Source: an optimization exercise on an open RTL-to-GDS flow (aim: small area, a short achievable clock period and few clock cycles per item). Production flows keep margins and buffers that such runs may drop. In this exercise RTL edits were held to simulation tests only and were not proved equivalent to the original. Power figures rest on the tool's default switching activity, not on a simulated workload.

// mf_median
module mf_median (
    input  wire               clk,
    input  wire               rst,         
    input  wire               in_valid,
    output wire               in_ready,
    input  wire signed [31:0] in_value,
    input  wire               in_missing,
    input  wire               in_clear,    
    input  wire        [3:0]  in_m,        
    output reg                out_valid,
    output reg                out_missing,
    output reg  signed [32:0] out_med2     
);
    localparam L = 15;
    integer i, w;
    assign in_ready = 1'b1;
    function le_s(input [31:0] a, input [31:0] b);
        reg [31:0] g, p, na;
        integer w, k;
        begin
            na = ~a;
            g  = b & na;
            p  = b | na;
            g[31] = ~b[31] & a[31];
            p[31] = ~b[31] | a[31];
            for (w = 1; w < 32; w = w * 2)
                for (k = 0; k + w < 32; k = k + 2 * w) begin
                    g[k] = g[k+w] | (p[k+w] & g[k]);
                    p[k] = p[k+w] & p[k];
                end
            le_s = g[0] | p[0];
        end
    endfunction
    function lt4(input [3:0] a, input [3:0] b);
        begin
            lt4 = (~a[3] & b[3]) |
                  (~(a[3] ^ b[3]) & ((~a[2] & b[2]) |
                  (~(a[2] ^ b[2]) & ((~a[1] & b[1]) |
                  (~(a[1] ^ b[1]) & ~a[0] & b[0])))));
        end
    endfunction
  ...
Size in the first run: ~4000 cells after synthesis, roughly 700 flip-flops, about 77 I/O pins, roughly 43000 um2 of cells after synthesis.
Settings: LEC_CHECK=0, CAP_MARGIN=20, CORE_MARGIN=2, CORE_UTILIZATION=55, PLACE_DENSITY=0.65, SLEW_MARGIN=20; clock period 25.0 ns.
standard.sh (not shown) runs the stock make flow with config.mk's settings and CLKGATE_MAP_FILE= SYNTH_SCRIPT=/design/flow/synth_recipe.tcl, a recipe that flattens the netlist after the stock synthesis.
==> flow/flow/run.sh <==
#!/bin/bash
# The standard layout (the standard.sh: ORFS synthesis through finish), with
# ORFS's repair_timing asked to leave a setup margin, so that it sizes and
# buffers the layout for a shorter achieved period than the 25 ns clock asks for.
# The clock, the I/O delays and every other constraint are the design's own.
set -euo pipefail
export SETUP_SLACK_MARGIN="${MARGIN:-19.0}"
bash standard.sh > standard.log 2>&1
Testbench counts at the start, summed over its fixed seeds: cycles 32,032, items 32,000.
Rerun with:
==> flow/run.sh (new file) <==
#!/bin/bash
# synth_recipe.tcl (not shown) runs the flow's synth.tcl, then flattens the netlist and writes it again
# the make line also repeats each setting of config.mk as NAME=value (left out here)
make -C /OpenROAD-flow-scripts/flow DESIGN_CONFIG=/design/flow/config.mk WORK_HOME=/design/flow/orfs CLKGATE_MAP_FILE= SYNTH_SCRIPT=/design/flow/synth_recipe.tcl finish
removed: flow/flow/run.sh
removed: flow/standard.sh
What happened:
- hold slack hardly moves
- clock power barely changes
- routed wire length is higher by 4.3%
- synthesized cell count does not change
- total power climbs by 0.76%
- fmax falls by 8.9%
- combinational power rises by 3.0%
- design area hardly moves

---

mf_median, a different RTL version from the one above (not shown whole).
Size in the first run: about 700 flip-flops, ~77 I/O pins.
export LEC_CHECK = 0
export CAP_MARGIN = 20
export CORE_MARGIN = 2
export CORE_UTILIZATION = 55
export CTS_BUF_LIST = sky130_fd_sc_hd__clkbuf_16
export CTS_CLUSTER_DIAMETER = 100
export CTS_CLUSTER_SIZE = 20
export PLACE_DENSITY = 0.65
export SLEW_MARGIN = 20
create_clock -name core_clock -period 25.0 [get_ports {clk}]
==> flow/flow/run.sh <==
#!/bin/bash
# The standard layout (the standard.sh: ORFS synthesis through finish), with
# ORFS's repair_timing asked to leave a setup margin, so that it sizes and
# buffers the layout for a shorter achieved period than the 25 ns clock asks for,
# and allowed to resize cells to other footprints. The clock, the I/O delays and
# every other constraint are the design's own. make's output goes to standard.log,
# each ORFS step's to its own log under orfs/logs.
set -euo pipefail
bash standard.sh SETUP_SLACK_MARGIN=19.3 MATCH_CELL_FOOTPRINT=0 finish > standard.log 2>&1
The starting point ran to the end with no violations.
Testbench counts at the start, summed over its fixed seeds: cycles 32,032, items 32,000.
Next try:
--- a/flow/flow/run.sh
+++ b/flow/flow/run.sh
@@ -8,2 +8,2 @@
 set -euo pipefail
-bash standard.sh SETUP_SLACK_MARGIN=19.3 MATCH_CELL_FOOTPRINT=0 finish > standard.log 2>&1
+bash standard.sh SETUP_SLACK_MARGIN=19.0 MATCH_CELL_FOOTPRINT=0 finish > standard.log 2>&1
--- a/flow/config.mk
+++ b/flow/config.mk
@@ -9,3 +9,3 @@
 export CORE_MARGIN = 2
-export CORE_UTILIZATION = 55
+export CORE_UTILIZATION = 65
 export CTS_BUF_LIST = sky130_fd_sc_hd__clkbuf_16
@@ -13,3 +13,3 @@
 export CTS_CLUSTER_SIZE = 20
-export PLACE_DENSITY = 0.65
+export PLACE_DENSITY = 0.72
 export SLEW_MARGIN = 20
Outcome: Sequential power hardly moves; worst setup slack loses 0.055 ns; cell area goes down by 0.76%; fmax falls by 0.90%; critical path depth is unchanged.
Next try:
--- a/flow/flow/run.sh
+++ b/flow/flow/run.sh
@@ -8,2 +8,2 @@
 set -euo pipefail
-bash standard.sh SETUP_SLACK_MARGIN=19.0 MATCH_CELL_FOOTPRINT=0 finish > standard.log 2>&1
+bash standard.sh SETUP_SLACK_MARGIN=19.3 MATCH_CELL_FOOTPRINT=0 finish > standard.log 2>&1
--- a/flow/config.mk
+++ b/flow/config.mk
@@ -7,5 +7,5 @@
 export LEC_CHECK = 0
-export CAP_MARGIN = 20
+export CAP_MARGIN = 10
 export CORE_MARGIN = 2
-export CORE_UTILIZATION = 65
+export CORE_UTILIZATION = 55
 export CTS_BUF_LIST = sky130_fd_sc_hd__clkbuf_16
@@ -13,3 +13,3 @@
 export CTS_CLUSTER_SIZE = 20
-export PLACE_DENSITY = 0.72
-export SLEW_MARGIN = 20
+export PLACE_DENSITY = 0.65
+export SLEW_MARGIN = 10
What happened:
- clock power falls by about 0.8%
- power falls by 0.57%
- routed wire length rises by 4.5%
- non-clock buffer count rises by 3

==> re-timing with driven ports <==
The flow's constraints put no driver on any port. The routed layouts listed below were extracted and timed again, unchanged, in two steps.
Step 1: set_driving_cell puts a clkbuf_16 on clk and a buf_2 on each other input, an assumption about the parent block.
Step 2 also shifts input and output timing later by t, the mid clock arrival at the registers, as if the neighbouring blocks saw the same clock.
a / b / c = ideal ports / drivers / drivers and shift; a / b = the first two.
run	t (ns)	setup WS [ns]	hold WS [ns]	worst slew at a driven data input, ns
the first run of note 1	0.707	18.876 / 18.809 / 18.651	0.327 / 0.327 / 0.327	0.04
the second run of note 1	0.704	18.276 / 18.276 / 18.276	0.326 / 0.326 / 0.326	0.04
the first run of note 2	0.680	18.941 / 18.866 / 18.915	0.338 / 0.338 / 0.338	0.10
the second run of note 2	0.694	18.886 / 18.818 / 18.623	0.333 / 0.333 / 0.333	0.05
the third run of note 2	0.688	18.923 / 18.851 / 18.915	0.337 / 0.337 / 0.337	0.07
After both steps every run listed still meets setup and hold. The setup slack of the second run of note 2, which loses most, moves by -0.068 ns with the drivers and by -0.263 ns with both steps.
